From an optimization exercise on the open Yosys and OpenROAD flow, aimed at small area and a short achievable clock period; shortcuts taken in it are not production practice. At most, simulation tests tie the RTL to the original design; equivalence was not proved. Power is estimated from default activity; no workload was simulated.

==> flow/design.v <==
module rld_ecc_enc (
    input  wire [63:0] data,
    output wire [7:0]  check,
    output wire        dpar      
);
    function [64*7-1:0] dpos_table(input integer unused);
        integer p, n;
        begin
            dpos_table = {64*7{1'b0}};
            n = 0;
            for (p = 1; p < 72; p = p + 1)
                if ((p & (p - 1)) != 0) begin
                    dpos_table[7*n +: 7] = p[6:0];
                    n = n + 1;
                end
        end
    endfunction
    localparam [64*7-1:0] DPOS = dpos_table(0);
    function [63:0] row_mask(input integer h);
        integer j;
        begin
            for (j = 0; j < 64; j = j + 1)
                row_mask[j] = (DPOS[7*j+3 +: 4] == h);
        end
    endfunction
    function [63:0] col_mask(input integer l);
        integer j;
        begin
            for (j = 0; j < 64; j = j + 1)
                col_mask[j] = (DPOS[7*j +: 3] == l);
        end
    endfunction
    wire [8:0] row;
    wire [7:0] col;
    genvar g;
    generate
        for (g = 0; g < 9; g = g + 1) begin : g_row
            assign row[g] = ^(data & row_mask(g));
        end
        for (g = 0; g < 8; g = g + 1) begin : g_col
            assign col[g] = ^(data & col_mask(g));
        end
    endgenerate
    wire c37 = col[3] ^ col[7];
    wire c56 = col[5] ^ col[6];
    wire r37 = row[3] ^ row[7];
    wire r56 = row[5] ^ row[6];
    assign check[0] = col[1] ^ col[5] ^ c37;
    assign check[1] = col[2] ^ col[6] ^ c37;
    assign check[2] = col[4] ^ col[7] ^ c56;
    assign check[3] = row[1] ^ row[5] ^ r37;
    assign check[4] = row[2] ^ row[6] ^ r37;
    assign check[5] = row[4] ^ row[7] ^ r56;
    assign check[6] = row[8];
    assign check[7] = (col[0] ^ col[3]) ^ c56 ^
                      (row[1] ^ row[2]) ^ (row[4] ^ row[7]) ^ row[8];
    assign dpar = ((col[0] ^ col[1]) ^ (col[2] ^ col[4])) ^ (c37 ^ c56);
endmodule
module rld_ecc (
    input  wire        clk,
    input  wire        rst,
    input  wire        in_valid,
    input  wire [71:0] in_code,
    input  wire [63:0] in_wdata,
    input  wire [7:0]  in_bmask,
    input  wire        in_wpoison,
    output reg         out_valid,
    output wire [63:0] out_data,
    output wire [71:0] out_code,
    output reg  [1:0]  out_status,
    output reg  [6:0]  out_syn,
    output wire        out_poison
);
    localparam [1:0] ST_CLEAN  = 2'd0;
    localparam [1:0] ST_CORR   = 2'd1;
    localparam [1:0] ST_POISON = 2'd2;
    localparam [1:0] ST_UE     = 2'd3;
    function [64*7-1:0] dpos_table(input integer unused);
        integer p, n;
        begin
            dpos_table = {64*7{1'b0}};
            n = 0;
            for (p = 1; p < 72; p = p + 1)
                if ((p & (p - 1)) != 0) begin
                    dpos_table[7*n +: 7] = p[6:0];
                    n = n + 1;
                end
        end
    endfunction
    localparam [64*7-1:0] DPOS = dpos_table(0);
    function integer part(input integer j);
        part = (DPOS[7*j+3 +: 4] == j / 8) ? 0 : 1;
    endfunction
    wire [63:0] rd_data = in_code[63:0];
    wire [7:0]  rd_recalc;
    wire        rd_dpar;
    rld_ecc_enc u_chk_enc (
        .data  (rd_data),
        .check (rd_recalc),
        .dpar  (rd_dpar)
    );
    wire [6:0] syn    = in_code[70:64] ^ rd_recalc[6:0];
    wire       parity = rd_dpar ^ (^in_code[71:64]);
    reg [63:0] pre;
    integer b;
    always @* begin
        for (b = 0; b < 8; b = b + 1)
            pre[8*b +: 8] = in_bmask[b] ? in_wdata[8*b +: 8] : rd_data[8*b +: 8];
    end
    wire [7:0] pre_check_lo, pre_check_hi;
    wire       pre_dpar_lo_unused, pre_dpar_hi_unused;
    rld_ecc_enc u_wr_enc_lo (
        .data  ({32'd0, pre[31:0]}),
        .check (pre_check_lo),
        .dpar  (pre_dpar_lo_unused)
    );
    rld_ecc_enc u_wr_enc_hi (
        .data  ({pre[63:32], 32'd0}),
        .check (pre_check_hi),
        .dpar  (pre_dpar_hi_unused)
    );
    function [7:0] part_cols(input integer b, input integer k);
        integer jj;
        begin
            part_cols = 8'd0;
            for (jj = 8*b; jj < 8*b + 8; jj = jj + 1)
                if (part(jj) == k)
                    part_cols[DPOS[7*jj +: 3]] = 1'b1;
        end
    endfunction
    function integer part_row(input integer b, input integer k);
        part_row = (b == 0) ? k : b + k;
    endfunction
    wire [7:0] syn_col = 8'd1 << syn[2:0];
    function col_in(input [7:0] cols, input [2:0] c);
        col_in = cols[c];
    endfunction
    reg [15:0] hit;
    integer j, k;
    always @* begin
        for (b = 0; b < 8; b = b + 1)
            for (k = 0; k < 2; k = k + 1)
                hit[2*b + k] = parity && !in_bmask[b] &&
                               (syn[6:3] == part_row(b, k)) &&
                               col_in(part_cols(b, k), syn[2:0]);
    end
    reg [63:0] r_npre;       
    reg [7:0]  r_check_lo, r_check_hi;
    reg [15:0] r_hit;
    reg [7:0]  r_syn_col;    
    reg        r_syn_nz;     
    reg        r_syn_hi;     
    reg        r_parity;
    reg        r_wpoison;    
    reg        r_full;       
    always @(posedge clk) begin
        if (rst)
            out_valid <= 1'b0;
        else
            out_valid <= in_valid;
        r_npre     <= ~pre;
        r_check_lo <= pre_check_lo;
        r_check_hi <= pre_check_hi;
        out_syn    <= syn;
        r_hit      <= hit;
        r_syn_col  <= syn_col;
        r_syn_nz   <= (syn != 7'd0);
        r_syn_hi   <= (syn > 7'd71);
        r_parity   <= parity;
        r_wpoison  <= in_wpoison && (in_bmask != 8'h00);
        r_full     <= (in_bmask == 8'hFF);
    end
    wire [6:0] s = out_syn;
    always @* begin
        if (!r_syn_nz)
            out_status = r_parity ? ST_CORR : ST_CLEAN;
        else if (!r_parity)
            out_status = ST_UE;
        else if (s == 7'h7F)
            out_status = ST_POISON;
        else if (!r_syn_hi)
            out_status = ST_CORR;
        else
            out_status = ST_UE;
    end
    wire bad_word = r_syn_nz && (!r_parity || r_syn_hi);
    assign out_poison = r_wpoison || (bad_word && !r_full);
    reg [63:0] flip;
    always @* begin
        for (j = 0; j < 64; j = j + 1)
            flip[j] = r_hit[2*(j/8) + part(j)] && r_syn_col[DPOS[7*j +: 3]];
    end
    wire applied = |r_hit;
    assign out_data = ~(r_npre ^ flip);
    wire [7:0] r_check = r_check_lo ^ r_check_hi;
    wire [6:0] new_c  = r_check[6:0] ^ (applied ? s : 7'd0) ^ {7{out_poison}};
    wire       new_c7 = r_check[7] ^ (applied & ~(^s));
    assign out_code = {new_c7, new_c, out_data};
endmodule
export LEC_CHECK = 0
export CAP_MARGIN = 20
export CORE_MARGIN = 2
export CORE_UTILIZATION = 40
export SETUP_SLACK_MARGIN = 2.8
export SLEW_MARGIN = 20
create_clock -name core_clock -period 6.0 [get_ports {clk}]
standard.sh (not shown) runs the stock make flow with config.mk's settings and CLKGATE_MAP_FILE= SYNTH_SCRIPT=/design/flow/synth_recipe.tcl, a recipe that flattens the netlist after the stock synthesis.
==> flow/flow/run.sh <==
#!/bin/bash
# The standard layout, with two changes in how cells are chosen:
# - the port buffers are buf_1 cells (buffer_ports -buffer_cell);
# - the 3-input XOR/XNOR cells and the 3- and 4-input ORs are added to the platform's don't-use list,
#   so that synthesis builds the XOR trees from 2-input cells, which are
#   faster and smaller here.
# Every tool's output goes to the ORFS logs; make's own output to standard.log.
export BUFFER_PORTS_ARGS="-buffer_cell sky130_fd_sc_hd__buf_1"
EXTRA="sky130_fd_sc_hd__xnor3_1 sky130_fd_sc_hd__xnor3_2 sky130_fd_sc_hd__xnor3_4 sky130_fd_sc_hd__xor3_1 sky130_fd_sc_hd__xor3_2 sky130_fd_sc_hd__xor3_4 sky130_fd_sc_hd__or4_1 sky130_fd_sc_hd__or4_2 sky130_fd_sc_hd__or4_4 sky130_fd_sc_hd__or4b_1 sky130_fd_sc_hd__or4b_2 sky130_fd_sc_hd__or4b_4 sky130_fd_sc_hd__or4bb_1 sky130_fd_sc_hd__or4bb_2 sky130_fd_sc_hd__or4bb_4 sky130_fd_sc_hd__or3_1 sky130_fd_sc_hd__or3_2 sky130_fd_sc_hd__or3_4 sky130_fd_sc_hd__or3b_1 sky130_fd_sc_hd__or3b_2 sky130_fd_sc_hd__or3b_4"
# The platform's own don't-use list (platforms/sky130hd/config.mk).
PLATFORM="sky130_fd_sc_hd__probe_p_8 sky130_fd_sc_hd__probec_p_8 sky130_fd_sc_hd__lpflow_bleeder_1 sky130_fd_sc_hd__lpflow_clkbufkapwr_1 sky130_fd_sc_hd__lpflow_clkbufkapwr_16 sky130_fd_sc_hd__lpflow_clkbufkapwr_2 sky130_fd_sc_hd__lpflow_clkbufkapwr_4 sky130_fd_sc_hd__lpflow_clkbufkapwr_8 sky130_fd_sc_hd__lpflow_clkinvkapwr_1 sky130_fd_sc_hd__lpflow_clkinvkapwr_16 sky130_fd_sc_hd__lpflow_clkinvkapwr_2 sky130_fd_sc_hd__lpflow_clkinvkapwr_4 sky130_fd_sc_hd__lpflow_clkinvkapwr_8 sky130_fd_sc_hd__lpflow_decapkapwr_12 sky130_fd_sc_hd__lpflow_decapkapwr_3 sky130_fd_sc_hd__lpflow_decapkapwr_4 sky130_fd_sc_hd__lpflow_decapkapwr_6 sky130_fd_sc_hd__lpflow_decapkapwr_8 sky130_fd_sc_hd__lpflow_inputiso0n_1 sky130_fd_sc_hd__lpflow_inputiso0p_1 sky130_fd_sc_hd__lpflow_inputiso1n_1 sky130_fd_sc_hd__lpflow_inputiso1p_1 sky130_fd_sc_hd__lpflow_inputisolatch_1 sky130_fd_sc_hd__lpflow_isobufsrc_1 sky130_fd_sc_hd__lpflow_isobufsrc_16 sky130_fd_sc_hd__lpflow_isobufsrc_2 sky130_fd_sc_hd__lpflow_isobufsrc_4 sky130_fd_sc_hd__lpflow_isobufsrc_8 sky130_fd_sc_hd__lpflow_isobufsrckapwr_16 sky130_fd_sc_hd__lpflow_lsbuf_lh_hl_isowell_tap_1 sky130_fd_sc_hd__lpflow_lsbuf_lh_hl_isowell_tap_2 sky130_fd_sc_hd__lpflow_lsbuf_lh_hl_isowell_tap_4 sky130_fd_sc_hd__lpflow_lsbuf_lh_isowell_4 sky130_fd_sc_hd__lpflow_lsbuf_lh_isowell_tap_1 sky130_fd_sc_hd__lpflow_lsbuf_lh_isowell_tap_2 sky130_fd_sc_hd__lpflow_lsbuf_lh_isowell_tap_4"
bash standard.sh "DONT_USE_CELLS=$EXTRA $PLATFORM" finish > standard.log 2>&1
Next try:
--- a/flow/design.v
+++ b/flow/design.v
@@ -105,21 +105,16 @@
     integer b;
     always @* begin
         for (b = 0; b < 8; b = b + 1)
             pre[8*b +: 8] = in_bmask[b] ? in_wdata[8*b +: 8] : rd_data[8*b +: 8];
     end
-    wire [7:0] pre_check_lo, pre_check_hi;
-    wire       pre_dpar_lo_unused, pre_dpar_hi_unused;
-    rld_ecc_enc u_wr_enc_lo (
-        .data  ({32'd0, pre[31:0]}),
-        .check (pre_check_lo),
-        .dpar  (pre_dpar_lo_unused)
-    );
-    rld_ecc_enc u_wr_enc_hi (
-        .data  ({pre[63:32], 32'd0}),
-        .check (pre_check_hi),
-        .dpar  (pre_dpar_hi_unused)
+    wire [7:0] pre_check;
+    wire       pre_dpar_unused;
+    rld_ecc_enc u_wr_enc (
+        .data  (pre),
+        .check (pre_check),
+        .dpar  (pre_dpar_unused)
     );
     function [7:0] part_cols(input integer b, input integer k);
         integer jj;
         begin
             part_cols = 8'd0;
@@ -143,11 +138,11 @@
                 hit[2*b + k] = parity && !in_bmask[b] &&
                                (syn[6:3] == part_row(b, k)) &&
                                col_in(part_cols(b, k), syn[2:0]);
     end
     reg [63:0] r_npre;       
-    reg [7:0]  r_check_lo, r_check_hi;
+    reg [7:0]  r_check;
     reg [15:0] r_hit;
     reg [7:0]  r_syn_col;    
     reg        r_syn_nz;     
     reg        r_syn_hi;     
     reg        r_parity;
@@ -157,12 +152,11 @@
         if (rst)
             out_valid <= 1'b0;
         else
             out_valid <= in_valid;
         r_npre     <= ~pre;
-        r_check_lo <= pre_check_lo;
-        r_check_hi <= pre_check_hi;
+        r_check    <= pre_check;
         out_syn    <= syn;
         r_hit      <= hit;
         r_syn_col  <= syn_col;
         r_syn_nz   <= (syn != 7'd0);
         r_syn_hi   <= (syn > 7'd71);
@@ -190,10 +184,9 @@
         for (j = 0; j < 64; j = j + 1)
             flip[j] = r_hit[2*(j/8) + part(j)] && r_syn_col[DPOS[7*j +: 3]];
     end
     wire applied = |r_hit;
     assign out_data = ~(r_npre ^ flip);
-    wire [7:0] r_check = r_check_lo ^ r_check_hi;
     wire [6:0] new_c  = r_check[6:0] ^ (applied ? s : 7'd0) ^ {7{out_poison}};
     wire       new_c7 = r_check[7] ^ (applied & ~(^s));
     assign out_code = {new_c7, new_c, out_data};
 endmodule
Outcome: The new run passed the timing, design-rule and antenna checks; critical path depth rose by 2; clock power falls by 38%; via count came out higher by 3.3%; count of clock-buffer cells in the layout shrinks by 12; hold slack improved by 68 ps; total power falls by 3.9%; design area came out lower by 1.4%; sequential power is lower by about 6%; worst setup slack degrades by 120 ps; non-clock buffer count rose by 5; routed wire length goes up by 10%.
The RTL of the second run of this note was laid out without a check of its function.

* * *

RTL: the design.v shown in full above, as it stands there.
Settings: LEC_CHECK=0, CAP_MARGIN=20, CORE_MARGIN=2, CORE_UTILIZATION=40, CTS_BUF_LIST=sky130_fd_sc_hd__clkbuf_8, SETUP_SLACK_MARGIN=2.8, SLEW_MARGIN=20; clock period 6.0 ns.
Scripts as last shown in full above: flow/flow/run.sh
Change:
--- a/flow/design.v
+++ b/flow/design.v
@@ -137,13 +137,13 @@
     endfunction
     reg [15:0] hit;
     integer j, k;
     always @* begin
         for (b = 0; b < 8; b = b + 1)
             for (k = 0; k < 2; k = k + 1)
-                hit[2*b + k] = parity && !in_bmask[b] &&
+                hit[2*b + k] = !in_bmask[b] &&
                                (syn[6:3] == part_row(b, k)) &&
                                col_in(part_cols(b, k), syn[2:0]);
     end
     reg [63:0] r_npre;       
     reg [7:0]  r_check_lo, r_check_hi;
     reg [15:0] r_hit;
@@ -185,15 +185,15 @@
     end
     wire bad_word = r_syn_nz && (!r_parity || r_syn_hi);
     assign out_poison = r_wpoison || (bad_word && !r_full);
     reg [63:0] flip;
     always @* begin
         for (j = 0; j < 64; j = j + 1)
-            flip[j] = r_hit[2*(j/8) + part(j)] && r_syn_col[DPOS[7*j +: 3]];
+            flip[j] = r_parity && r_hit[2*(j/8) + part(j)] && r_syn_col[DPOS[7*j +: 3]];
     end
-    wire applied = |r_hit;
+    wire applied = r_parity && |r_hit;
     assign out_data = ~(r_npre ^ flip);
     wire [7:0] r_check = r_check_lo ^ r_check_hi;
     wire [6:0] new_c  = r_check[6:0] ^ (applied ? s : 7'd0) ^ {7{out_poison}};
     wire       new_c7 = r_check[7] ^ (applied & ~(^s));
     assign out_code = {new_c7, new_c, out_data};
 endmodule
=> Clock-buffer cell count decreases by 1; worst setup slack loses 0.052 ns; via count increases by 6.6%; total power decreases by 3.0%; hold slack loses 0.0038 ns; cell area increases by 4.9%; first-iteration DRC count increases by 12%; wire length increases by about 6.6%; utilization increases by 0.21 points; sequential share of layout area decreases by 1.2 points; clock power increases by about 12%; global-route usage increases by 0.56 points.
For the second run of this note, only the layout was checked, not whether the RTL still works.

* * *

RTL: the design.v shown in full above, as it stands there.
export LEC_CHECK = 0
export CAP_MARGIN = 20
export CORE_MARGIN = 2
export CORE_UTILIZATION = 40
export SETUP_SLACK_MARGIN = 2.5
export SLEW_MARGIN = 20
create_clock -name core_clock -period 6.0 [get_ports {clk}]
Scripts as last shown in full above: flow/flow/run.sh
Rerun with:
--- a/flow/design.v
+++ b/flow/design.v
@@ -107,17 +107,12 @@
         for (b = 0; b < 8; b = b + 1)
             pre[8*b +: 8] = in_bmask[b] ? in_wdata[8*b +: 8] : rd_data[8*b +: 8];
     end
-    wire [7:0] pre_check_lo, pre_check_hi;
-    wire       pre_dpar_lo_unused, pre_dpar_hi_unused;
-    rld_ecc_enc u_wr_enc_lo (
-        .data  ({32'd0, pre[31:0]}),
-        .check (pre_check_lo),
-        .dpar  (pre_dpar_lo_unused)
-    );
-    rld_ecc_enc u_wr_enc_hi (
-        .data  ({pre[63:32], 32'd0}),
-        .check (pre_check_hi),
-        .dpar  (pre_dpar_hi_unused)
+    wire [7:0] pre_check;
+    wire       pre_dpar_unused;
+    rld_ecc_enc u_wr_enc (
+        .data  (pre),
+        .check (pre_check),
+        .dpar  (pre_dpar_unused)
     );
     function [7:0] part_cols(input integer b, input integer k);
         integer jj;
@@ -145,7 +140,7 @@
                                col_in(part_cols(b, k), syn[2:0]);
     end
     reg [63:0] r_npre;       
-    reg [7:0]  r_check_lo, r_check_hi;
+    reg [7:0]  r_check;
     reg [15:0] r_hit;
     reg [7:0]  r_syn_col;    
     reg        r_syn_nz;     
@@ -159,8 +154,7 @@
         else
             out_valid <= in_valid;
         r_npre     <= ~pre;
-        r_check_lo <= pre_check_lo;
-        r_check_hi <= pre_check_hi;
+        r_check    <= pre_check;
         out_syn    <= syn;
         r_hit      <= hit;
         r_syn_col  <= syn_col;
@@ -192,7 +186,6 @@
     end
     wire applied = |r_hit;
     assign out_data = ~(r_npre ^ flip);
-    wire [7:0] r_check = r_check_lo ^ r_check_hi;
     wire [6:0] new_c  = r_check[6:0] ^ (applied ? s : 7'd0) ^ {7{out_poison}};
     wire       new_c7 = r_check[7] ^ (applied & ~(^s));
     assign out_code = {new_c7, new_c, out_data};
The changed run finished with timing, DRC and antenna clean.
Non-clock buffer count climbs by 5.
Clock-buffer cell count drops by 12.
Synthesized cell count climbs by about 0.9%.
Global-route usage climbs by 2.1 points.
First-iteration DRC count climbs by about 30%.
Flip-flop and latch count drops by 7.
Final area drops by 3.5%.
Fmax drops by about 6%.
The RTL of the second run of this note was laid out without a check of its function.

[separate check: timing with driven ports]
The results above use ideal ports. As a check the final layouts listed here were re-extracted and re-timed, cells and wires unchanged. Step 1 (the two cells are an assumption about what drives the block):
set clk [get_ports {clk}]
set_driving_cell -lib_cell sky130_fd_sc_hd__clkbuf_16 $clk
set_driving_cell -lib_cell sky130_fd_sc_hd__buf_2 [delete_from_list [all_inputs] $clk]
Step 2 also shifts input and output timing later by t, the mid clock arrival at the registers, as if the neighbouring blocks saw the same clock. a / b / c = no drivers / after step 1 / after step 2; a / b = the first two.
run	shift t [ns]	setup WS [ns]	slew at the worst register clock pin (ns)
the first run of note 1	0.469	2.904 / 2.857 / 2.453	0.06 / 0.06
the second run of note 1	0.408	2.782 / 2.799 / 2.390	0.09 / 0.09
the first run of note 2	0.478	2.891 / 2.888 / 2.428	0.08 / 0.08
the second run of note 2	0.483	2.840 / 2.856 / 2.373	0.08 / 0.08
the first run of note 3	0.471	2.707 / 2.727 / 2.257	0.06 / 0.06
the second run of note 3	0.411	2.507 / 2.526 / 2.115	0.09 / 0.09
After both steps every run listed still meets setup and hold. The setup slack of the second run of note 2, which loses most, moves by +0.016 ns with the drivers and by -0.467 ns with both steps.
